Context: an optimization exercise on an open-source flow, tuned for small area, a short achievable clock period and few clock cycles per item. The choices shown serve that exercise and are no tape-out recipe.
At most, simulation tests tie the RTL to the original design; equivalence was not proved.
No activity file was given, so power comes from the tool's default toggle rates.

==> 07-03 <==
## cws_bitenc
module cws_bitenc (
    input  wire        clk,
    input  wire        rst,
    input  wire        cmd_valid,
    output wire        cmd_ready,
    input  wire [1:0]  cmd_hdr,
    input  wire [1:0]  cmd_crc,
    input  wire        cmd_fec,
    input  wire [12:0] cmd_len,
    input  wire [15:0] cmd_bseq,
    input  wire [31:0] cmd_user,
    input  wire        in_valid,
    output wire        in_ready,
    input  wire [7:0]  in_data,
    output wire        out_valid,
    input  wire        out_ready,
    output wire [15:0] out_data,
    output wire [4:0]  out_nbits,
    output wire        out_last
);
    reg        idle;           
    reg        f_h1, f_h, f_pay, f_c, f_tail;
    reg  [2:0] fcnt;           
    reg  [1:0] ccnt;           
    reg        hlong, has_pay, ck16, ck32, fec;
    reg [47:0] hsr;            
    reg [31:0] crc;            
    reg  [5:0] enc;            
    reg [12:0] in_left;        
    reg        hi_z;           
    reg        in_ready_r;
    reg  [7:0] cur;            
    reg        cur_v;
    reg        cur_d;          
    reg        cur_t;          
    reg        cur_e;          
    reg        cur_l;          
    reg  [7:0] q1_d;           
    reg        q1_v;
    reg        pk_half;        
    reg [15:0] od;
    reg        ov, ol;
    reg  [2:0] onb;
    function [15:0] crc16_byte(input [15:0] c, input [7:0] b);
        integer i;
        reg [15:0] r;
        begin
            r = c;
            for (i = 7; i >= 0; i = i - 1)
                r = {r[14:0], 1'b0} ^ ((r[15] ^ b[i]) ? 16'h1021 : 16'h0000);
            crc16_byte = r;
        end
  ...
clock: 5.0 ns
lec_check: 0
abc_area: 1
cap_margin: 20
core_margin: 2
core_utilization: 40
cts_buf_list: sky130_fd_sc_hd__clkbuf_8
place_density: 0.6
setup_slack_margin: 2.8
slew_margin: 20
standard.sh (not shown) runs the stock make flow with config.mk's settings and CLKGATE_MAP_FILE= SYNTH_SCRIPT=/design/flow/synth_recipe.tcl, a recipe that flattens the netlist after the stock synthesis.
==> flow/flow/run.sh <==
#!/bin/bash
# The standard layout, with plain buffers (buf_1) on the ports instead of
# the delay-cell buffers that buffer_ports picks by default. Every port
# still gets its own buffer.
set -euo pipefail
bash standard.sh finish "BUFFER_PORTS_ARGS=-buffer_cell sky130_fd_sc_hd__buf_1" > flow_make.log 2>&1
==> inputs of 07-27, as changes to 07-03 <==
==> flow/design.v (replaced) <==
module cws_bitenc (
    input  wire        clk,
    input  wire        rst,
    input  wire        cmd_valid,
    output wire        cmd_ready,
    input  wire [1:0]  cmd_hdr,
    input  wire [1:0]  cmd_crc,
    input  wire        cmd_fec,
    input  wire [12:0] cmd_len,
    input  wire [15:0] cmd_bseq,
    input  wire [31:0] cmd_user,
    input  wire        in_valid,
    output wire        in_ready,
    input  wire [7:0]  in_data,
    output wire        out_valid,
    input  wire        out_ready,
    output wire [15:0] out_data,
    output wire [4:0]  out_nbits,
    output wire        out_last
);
    reg        idle;           
    reg        f_h1, f_h, f_pay, f_c0, f_c, f_tail;
    reg  [2:0] fcnt;           
    reg  [1:0] ccnt;           
    reg        hlong, has_pay, ck16, ck32, fec;
    reg [47:0] hsr;            
    reg [31:0] crc;            
    reg  [5:0] enc;            
    reg [12:0] in_left;        
    reg        in_ready_r;
    reg  [7:0] cur;            
    reg        cur_v;
    reg        cur_d;          
    reg        cur_t;          
    reg        cur_e;          
    reg        cur_l;          
    reg  [7:0] q1_d;           
    reg        q1_v;
    reg [15:0] pk;             
    reg        pk_full, pk_half, pk_last;
    reg  [2:0] pk_nb;          
    reg [15:0] od;
    reg        ov, ol;
    reg  [2:0] onb;
    function [15:0] crc16_byte(input [15:0] c, input [7:0] b);
        integer i;
        reg [15:0] r;
        begin
            r = c;
            for (i = 7; i >= 0; i = i - 1)
                r = {r[14:0], 1'b0} ^ ((r[15] ^ b[i]) ? 16'h1021 : 16'h0000);
            crc16_byte = r;
        end
    endfunction
    function [31:0] crc32_byte(input [31:0] c, input [7:0] b);
        integer i;
        reg [31:0] r;
        begin
            r = ~c;
            for (i = 0; i < 8; i = i + 1)
                r = {1'b0, r[31:1]} ^ ((r[0] ^ b[i]) ? 32'hEDB8_8320 : 32'h0000_0000);
            crc32_byte = ~r;
        end
    endfunction
    wire [31:0] c32n = crc32_byte(crc, cur);
    wire [15:0] c16n = crc16_byte(crc[31:16], cur);
    wire [31:0] crc_upd = {ck32 ? c32n[31:16] : c16n, c32n[15:0]};
    wire go = cur_v && !pk_full;
    reg [15:0] fw;
    reg  [5:0] enc_n;
    always @* begin : conv
        integer i;
        reg [6:0] w;
        reg [5:0] s;
        s = enc;
        for (i = 0; i < 8; i = i + 1) begin
            w = {cur[7 - i], s};
            fw[2 * i]     = ^(w & 7'o171);
            fw[2 * i + 1] = ^(w & 7'o133);
            s = w[6:1];
        end
        enc_n = s;
    end
    wire [7:0] rb = {cur[0], cur[1], cur[2], cur[3], cur[4], cur[5], cur[6], cur[7]};
    wire        complete = fec || cur_e || pk_half || cur_l;
    wire [15:0] cb = fec     ? {fw[15:12] & {4{!cur_t}}, fw[11:0]} :
                     pk_half ? {rb, pk[7:0]} : {8'h00, rb};
    wire [2:0]  cb_nb = fec     ? (cur_t ? 3'b011 : 3'b100) :
                        pk_half ? 3'b100 :
                        cur_e   ? 3'b000 : 3'b010;
    wire out_free = !ov || out_ready;
    wire keep0  = cur_v && !go;
    wire push   = in_valid && in_ready_r;
    wire accept = idle && cmd_valid;
    wire left_z = (in_left == 13'd0);
    wire left_1 = (in_left == 13'd1);
    wire h_end  = (fcnt == (hlong ? 3'd7 : 3'd3));
    wire c_end  = (ccnt == (ck32 ? 2'd3 : 2'd1));
    wire nocrc  = !ck16 && !ck32;
    wire fetch_h1   = !keep0 && f_h1;
    wire fetch_h    = !keep0 && f_h;
    wire fetch_pay  = !keep0 && f_pay;
    wire fetch_c0   = !keep0 && f_c0;
    wire fetch_c    = !keep0 && f_c;
    wire fetch_tail = !keep0 && f_tail;
    wire pay_got  = fetch_pay && (q1_v || push);
    wire pay_last = q1_v ? left_z : left_1;
    wire data_end = (fetch_h && h_end && !has_pay) || (pay_got && pay_last);
    wire q1_v_n = fetch_pay ? (q1_v && push) : (q1_v || push);
    wire f_h1_n = accept ? (cmd_hdr != 2'd0) : (f_h1 && !fetch_h1);
    wire left_nz_n = accept ? (cmd_len != 13'd0) :
                     idle ? 1'b0 :
                     push ? !left_1 : !left_z;
    wire cmd_empty = (cmd_hdr == 2'd0) && (cmd_len == 13'd0) &&
                     (cmd_crc == 2'd0) && !cmd_fec;
    assign cmd_ready = idle;
    assign in_ready  = in_ready_r;
    assign out_valid = ov;
    assign out_data  = od;
    assign out_nbits = {onb, 2'b00};
    assign out_last  = ol;
    always @(posedge clk) begin
        if (idle) begin
            hlong   <= (cmd_hdr == 2'd2);
            has_pay <= (cmd_len != 13'd0);
            ck16    <= (cmd_crc == 2'd1);
            ck32    <= (cmd_crc == 2'd2);
            fec     <= cmd_fec;
            hsr     <= {cmd_bseq, cmd_user};
            in_left <= cmd_len;
            crc     <= (cmd_crc == 2'd2) ? 32'h0000_0000 : 32'hFFFF_FFFF;
            enc     <= 6'd0;
            fcnt    <= 3'd2;
            ccnt    <= 2'd0;
            cur     <= {3'b000, cmd_len[12:8]};
            cur_d   <= 1'b1;
            cur_t   <= 1'b0;
            cur_e   <= cmd_empty;
            cur_l   <= cmd_empty;
        end else begin
            if (push)
                in_left <= in_left - 13'd1;
            if (go) begin
                if (cur_d)
                    crc <= crc_upd;
                enc <= enc_n;
            end
            if (fetch_h1) begin
                cur   <= in_left[7:0];
                cur_d <= 1'b1;
                cur_l <= 1'b0;
            end
            if (fetch_h) begin
                cur   <= hsr[47:40];
                cur_d <= 1'b1;
                cur_l <= h_end && !has_pay && nocrc && !fec;
                hsr   <= {hsr[39:0], 8'd0};
                fcnt  <= fcnt + 3'd1;
            end
            if (fetch_pay) begin
                cur   <= q1_v ? q1_d : in_data;
                cur_d <= 1'b1;
                cur_l <= pay_last && nocrc && !fec;
            end
            if (fetch_c0) begin
                cur   <= crc_upd[31:24];
                cur_d <= 1'b0;
                cur_l <= 1'b0;
                ccnt  <= ccnt + 2'd1;
            end
            if (fetch_c) begin
                cur   <= crc[23:16];
                cur_d <= 1'b0;
                cur_l <= c_end && !fec;
                crc   <= {crc[23:0], 8'd0};
                ccnt  <= ccnt + 2'd1;
            end
            if (fetch_tail) begin
                cur   <= 8'd0;
                cur_d <= 1'b0;
                cur_t <= 1'b1;
                cur_l <= 1'b1;
            end
        end
        if (!(q1_v && !fetch_pay))
            q1_d <= in_data;
        if (rst) begin
            idle       <= 1'b1;
            f_h1       <= 1'b0;
            f_h        <= 1'b0;
            f_pay      <= 1'b0;
            f_c0       <= 1'b0;
            f_c        <= 1'b0;
            f_tail     <= 1'b0;
            cur_v      <= 1'b0;
            q1_v       <= 1'b0;
            in_ready_r <= 1'b0;
        end else begin
            if (accept) begin
                idle   <= 1'b0;
                f_pay  <= (cmd_hdr == 2'd0) && (cmd_len != 13'd0);
                f_c    <= (cmd_hdr == 2'd0) && (cmd_len == 13'd0) && (cmd_crc != 2'd0);
                f_tail <= (cmd_hdr == 2'd0) && (cmd_len == 13'd0) && (cmd_crc == 2'd0) && cmd_fec;
            end else begin
                if (go && cur_l)
                    idle <= 1'b1;
                if (fetch_h && h_end && has_pay)
                    f_pay <= 1'b1;
                else if (pay_got && pay_last)
                    f_pay <= 1'b0;
                if (data_end && !nocrc)
                    f_c0 <= 1'b1;
                else if (fetch_c0)
                    f_c0 <= 1'b0;
                if (fetch_c0)
                    f_c <= 1'b1;
                else if (fetch_c && c_end)
                    f_c <= 1'b0;
                if ((data_end && nocrc && fec) || (fetch_c && c_end && fec))
                    f_tail <= 1'b1;
                else if (fetch_tail)
                    f_tail <= 1'b0;
            end
            f_h1 <= f_h1_n;
            if (fetch_h1)
                f_h <= 1'b1;
            else if (fetch_h && h_end)
                f_h <= 1'b0;
            cur_v      <= accept ? ((cmd_hdr != 2'd0) || cmd_empty) :
                          (keep0 || fetch_h1 || fetch_h || pay_got ||
                           fetch_c0 || fetch_c || fetch_tail);
            q1_v       <= q1_v_n;
            in_ready_r <= left_nz_n && !q1_v_n && !f_h1_n;
        end
        if (go) begin
            pk      <= cb;
            pk_nb   <= cb_nb;
            pk_last <= cur_l;
        end
        if (rst) begin
            pk_full <= 1'b0;
            pk_half <= 1'b0;
        end else begin
            if (go)
                pk_half <= !complete;
            if (go && complete && !out_free)
                pk_full <= 1'b1;
            else if (out_free)
                pk_full <= 1'b0;
        end
        if (out_free) begin
            od  <= pk_full ? pk      : cb;
            onb <= pk_full ? pk_nb   : cb_nb;
            ol  <= pk_full ? pk_last : cur_l;
        end
        if (rst)
            ov <= 1'b0;
        else if (out_free)
            ov <= pk_full || (go && complete);
    end
endmodule
==> flow/run.sh (new file) <==
#!/bin/bash
# synth_recipe.tcl (not shown) runs the flow's synth.tcl, then flattens the netlist and writes it again
# the make line also repeats each setting of config.mk as NAME=value (left out here)
make -C /OpenROAD-flow-scripts/flow DESIGN_CONFIG=/design/flow/config.mk WORK_HOME=/design/flow/orfs CLKGATE_MAP_FILE= SYNTH_SCRIPT=/design/flow/synth_recipe.tcl finish
Settings changed: ABC_AREA 1 to unset, CTS_BUF_LIST sky130_fd_sc_hd__clkbuf_8 to unset, SETUP_SLACK_MARGIN 2.8 to 3.0.
removed: flow/flow/run.sh
removed: flow/standard.sh
==> inputs of 09-04, as changes to 07-03 <==
--- a/flow/design.v
+++ b/flow/design.v
@@ -24,13 +24,13 @@
     reg  [1:0] ccnt;           
     reg        hlong, has_pay, ck16, ck32, fec;
     reg [47:0] hsr;            
     reg [31:0] crc;            
     reg  [5:0] enc;            
     reg [12:0] in_left;        
-    reg        hi_z;           
+    reg        left_z, left_1;  
     reg        in_ready_r;
     reg  [7:0] cur;            
     reg        cur_v;
     reg        cur_d;          
     reg        cur_t;          
     reg        cur_e;          
@@ -52,16 +52,16 @@
         end
     endfunction
     function [31:0] crc32_byte(input [31:0] c, input [7:0] b);
         integer i;
         reg [31:0] r;
         begin
-            r = c;
+            r = ~c;
             for (i = 0; i < 8; i = i + 1)
                 r = {1'b0, r[31:1]} ^ ((r[0] ^ b[i]) ? 32'hEDB8_8320 : 32'h0000_0000);
-            crc32_byte = r;
+            crc32_byte = ~r;
         end
     endfunction
     wire [31:0] c32n = crc32_byte(crc, cur);
     wire [15:0] c16n = crc16_byte(crc[31:16], cur);
     wire [31:0] crc_upd = {ck32 ? c32n[31:16] : c16n, c32n[15:0]};
     wire out_free = !ov || out_ready;
@@ -88,26 +88,14 @@
     wire [2:0]  cb_nb = fec     ? (cur_t ? 3'b011 : 3'b100) :
                         pk_half ? 3'b100 :
                         cur_e   ? 3'b000 : 3'b010;
     wire keep0  = cur_v && !go;
     wire push   = in_valid && in_ready_r;
     wire accept = idle && cmd_valid;
-    wire left_z = hi_z && (in_left[3:0] == 4'd0);
-    wire left_1 = hi_z && (in_left[3:0] == 4'd1);
-    wire hi_1   = (in_left[12:4] == 9'd1);
+    wire left_2 = (in_left == 13'd2);
     wire h_end  = (fcnt == (hlong ? 3'd7 : 3'd3));
-    reg  [7:0] cbyte;
-    always @* begin
-        case (ccnt)
-            2'd0:    cbyte = crc[31:24];
-            2'd1:    cbyte = crc[23:16];
-            2'd2:    cbyte = crc[15:8];
-            default: cbyte = crc[7:0];
-        endcase
-        cbyte = cbyte ^ {8{ck32}};
-    end
     reg  [7:0] hbyte;          
     always @* begin
         case (fcnt)
             3'd2:    hbyte = hsr[47:40];
             3'd3:    hbyte = hsr[39:32];
             3'd4:    hbyte = hsr[31:24];
@@ -115,30 +103,19 @@
             3'd6:    hbyte = hsr[15:8];
             default: hbyte = hsr[7:0];
         endcase
     end
     wire c_end  = (ccnt == (ck32 ? 2'd3 : 2'd1));
     wire nocrc  = !ck16 && !ck32;
-    wire take = !keep0;
+    wire fetch_h1   = !keep0 && f_h1;
+    wire fetch_h    = !keep0 && f_h;
+    wire fetch_pay  = !keep0 && f_pay;
+    wire fetch_c    = f_c && (!cur_v || (go && !cur_d));
+    wire fetch_tail = !keep0 && f_tail;
+    wire pay_got  = fetch_pay && (q1_v || push);
     wire pay_last = q1_v ? left_z : left_1;
-    wire c_ok  = f_c && !(cur_v && cur_d);
-    wire p_ok  = f_pay && (q1_v || push);
-    wire [7:0] nxt = f_h1 ? in_left[7:0] :
-                     f_h  ? hbyte :
-                     f_c  ? cbyte :
-                     f_pay ? (q1_v ? q1_d : in_data) : 8'd0;
-    wire nxt_d = f_h1 || f_h || f_pay;
-    wire nxt_l = (((f_h && h_end && !has_pay) || (f_pay && pay_last)) && nocrc && !fec) ||
-                 (f_c && c_end && !fec) || f_tail;
-    wire nxt_v = f_h1 || f_h || c_ok || f_tail || p_ok;
-    wire fetch_h1   = take && f_h1;
-    wire fetch_h    = take && f_h;
-    wire fetch_pay  = take && f_pay;
-    wire fetch_c    = take && c_ok;
-    wire fetch_tail = take && f_tail;
-    wire pay_got    = take && p_ok;
     wire data_end = (fetch_h && h_end && !has_pay) || (pay_got && pay_last);
     wire q1_v_n = fetch_pay ? (q1_v && push) : (q1_v || push);
     wire f_h1_n = accept ? (cmd_hdr != 2'd0) : (f_h1 && !fetch_h1);
     wire left_nz_n = accept ? (cmd_len != 13'd0) :
                      idle ? 1'b0 :
                      push ? !left_1 : !left_z;
@@ -156,43 +133,63 @@
             has_pay <= (cmd_len != 13'd0);
             ck16    <= (cmd_crc == 2'd1);
             ck32    <= (cmd_crc == 2'd2);
             fec     <= cmd_fec;
             hsr     <= {cmd_bseq, cmd_user};
             in_left <= cmd_len;
-            crc     <= 32'hFFFF_FFFF;
+            crc     <= (cmd_crc == 2'd2) ? 32'h0000_0000 : 32'hFFFF_FFFF;
             enc     <= 6'd0;
             fcnt    <= 3'd2;
             ccnt    <= 2'd0;
-            hi_z    <= (cmd_len[12:4] == 9'd0);
+            left_z  <= (cmd_len == 13'd0);
+            left_1  <= (cmd_len == 13'd1);
             cur     <= {3'b000, cmd_len[12:8]};
             cur_d   <= 1'b1;
             cur_t   <= 1'b0;
             cur_e   <= cmd_empty;
             cur_l   <= cmd_empty;
         end else begin
             if (push) begin
                 in_left <= in_left - 13'd1;
-                if (in_left[3:0] == 4'd0)
-                    hi_z <= hi_1;
+                left_z  <= left_1;
+                left_1  <= left_2;
             end
             if (go) begin
                 if (cur_d)
                     crc <= crc_upd;
                 enc <= enc_n;
             end
-            if (take) begin
-                cur   <= nxt;
-                cur_d <= nxt_d;
-                cur_t <= f_tail;
-                cur_l <= nxt_l;
-            end
-            if (fetch_h)
-                fcnt <= fcnt + 3'd1;
-            if (fetch_c)
-                ccnt <= ccnt + 2'd1;
+            if (fetch_h1) begin
+                cur   <= in_left[7:0];
+                cur_d <= 1'b1;
+                cur_l <= 1'b0;
+            end
+            if (fetch_h) begin
+                cur   <= hbyte;
+                cur_d <= 1'b1;
+                cur_l <= h_end && !has_pay && nocrc && !fec;
+                fcnt  <= fcnt + 3'd1;
+            end
+            if (fetch_pay) begin
+                cur   <= q1_v ? q1_d : in_data;
+                cur_d <= 1'b1;
+                cur_l <= pay_last && nocrc && !fec;
+            end
+            if (fetch_c) begin
+                cur   <= crc[31:24];
+                cur_d <= 1'b0;
+                cur_l <= c_end && !fec;
+                crc   <= {crc[23:0], 8'd0};
+                ccnt  <= ccnt + 2'd1;
+            end
+            if (fetch_tail) begin
+                cur   <= 8'd0;
+                cur_d <= 1'b0;
+                cur_t <= 1'b1;
+                cur_l <= 1'b1;
+            end
         end
         if (!(q1_v && !fetch_pay))
             q1_d <= in_data;
         if (rst) begin
             idle       <= 1'b1;
             f_h1       <= 1'b0;
@@ -228,13 +225,14 @@
             f_h1 <= f_h1_n;
             if (fetch_h1)
                 f_h <= 1'b1;
             else if (fetch_h && h_end)
                 f_h <= 1'b0;
             cur_v      <= accept ? ((cmd_hdr != 2'd0) || cmd_empty) :
-                          (take ? nxt_v : 1'b1);
+                          (keep0 || fetch_h1 || fetch_h || pay_got ||
+                           fetch_c || fetch_tail);
             q1_v       <= q1_v_n;
             in_ready_r <= left_nz_n && !q1_v_n && !f_h1_n;
         end
         if (rst)
             pk_half <= 1'b0;
         else if (go)
Settings changed: ABC_AREA 1 to unset, CTS_BUF_LIST sky130_fd_sc_hd__clkbuf_8 to unset.
==> notes <==
Register-to-register slack, lowest first: 07-27, 09-04, 07-03.
Routed wire length, highest first: 07-27, 07-03, 09-04.
Power, highest first: 07-27, 09-04, 07-03.
Against 09-04, the flip-flop and latch count of 07-27 is higher by 20.
Combinational power, lowest first: 07-03, 09-04, 07-27.
The lowest sequential power belongs to 07-03, the highest to 07-27.
Testbench counts of 07-03, summed over its fixed seeds: cycles 90,573, items 1,077,244.
For 07-27 and 09-04, only the layout was checked, not whether the RTL still works.

[what the ideal ports hide]
Ports are ideal in the flow. The routed layouts listed here were re-timed in OpenROAD.
Step 1, drivers: a clkbuf_16 drives clk and a buf_2 each remaining input, both assumed.
Step 2 times the ports against the registers' clock, not the clock port: input delays grow and output delays shrink by t, the midpoint of the rising clock arrivals with the driver on.
Slacks: ideal ports / drivers / drivers and shift; pairs: ideal ports / drivers.
run | t (ns) | slack for setup (ns) | cell pins on the clock port's net
07-03 | 0.512 | 2.895 / 2.851 / 2.538 | 1
07-27 | 0.478 | 2.674 / 2.674 / 2.345 | 1
09-04 | 0.485 | 2.792 / 2.792 / 2.378 | 1
After both steps setup and hold are still met in every run listed. For 09-04, which loses most, drivers alone change the setup slack by 0.000 ns; drivers and shift together by -0.414 ns.
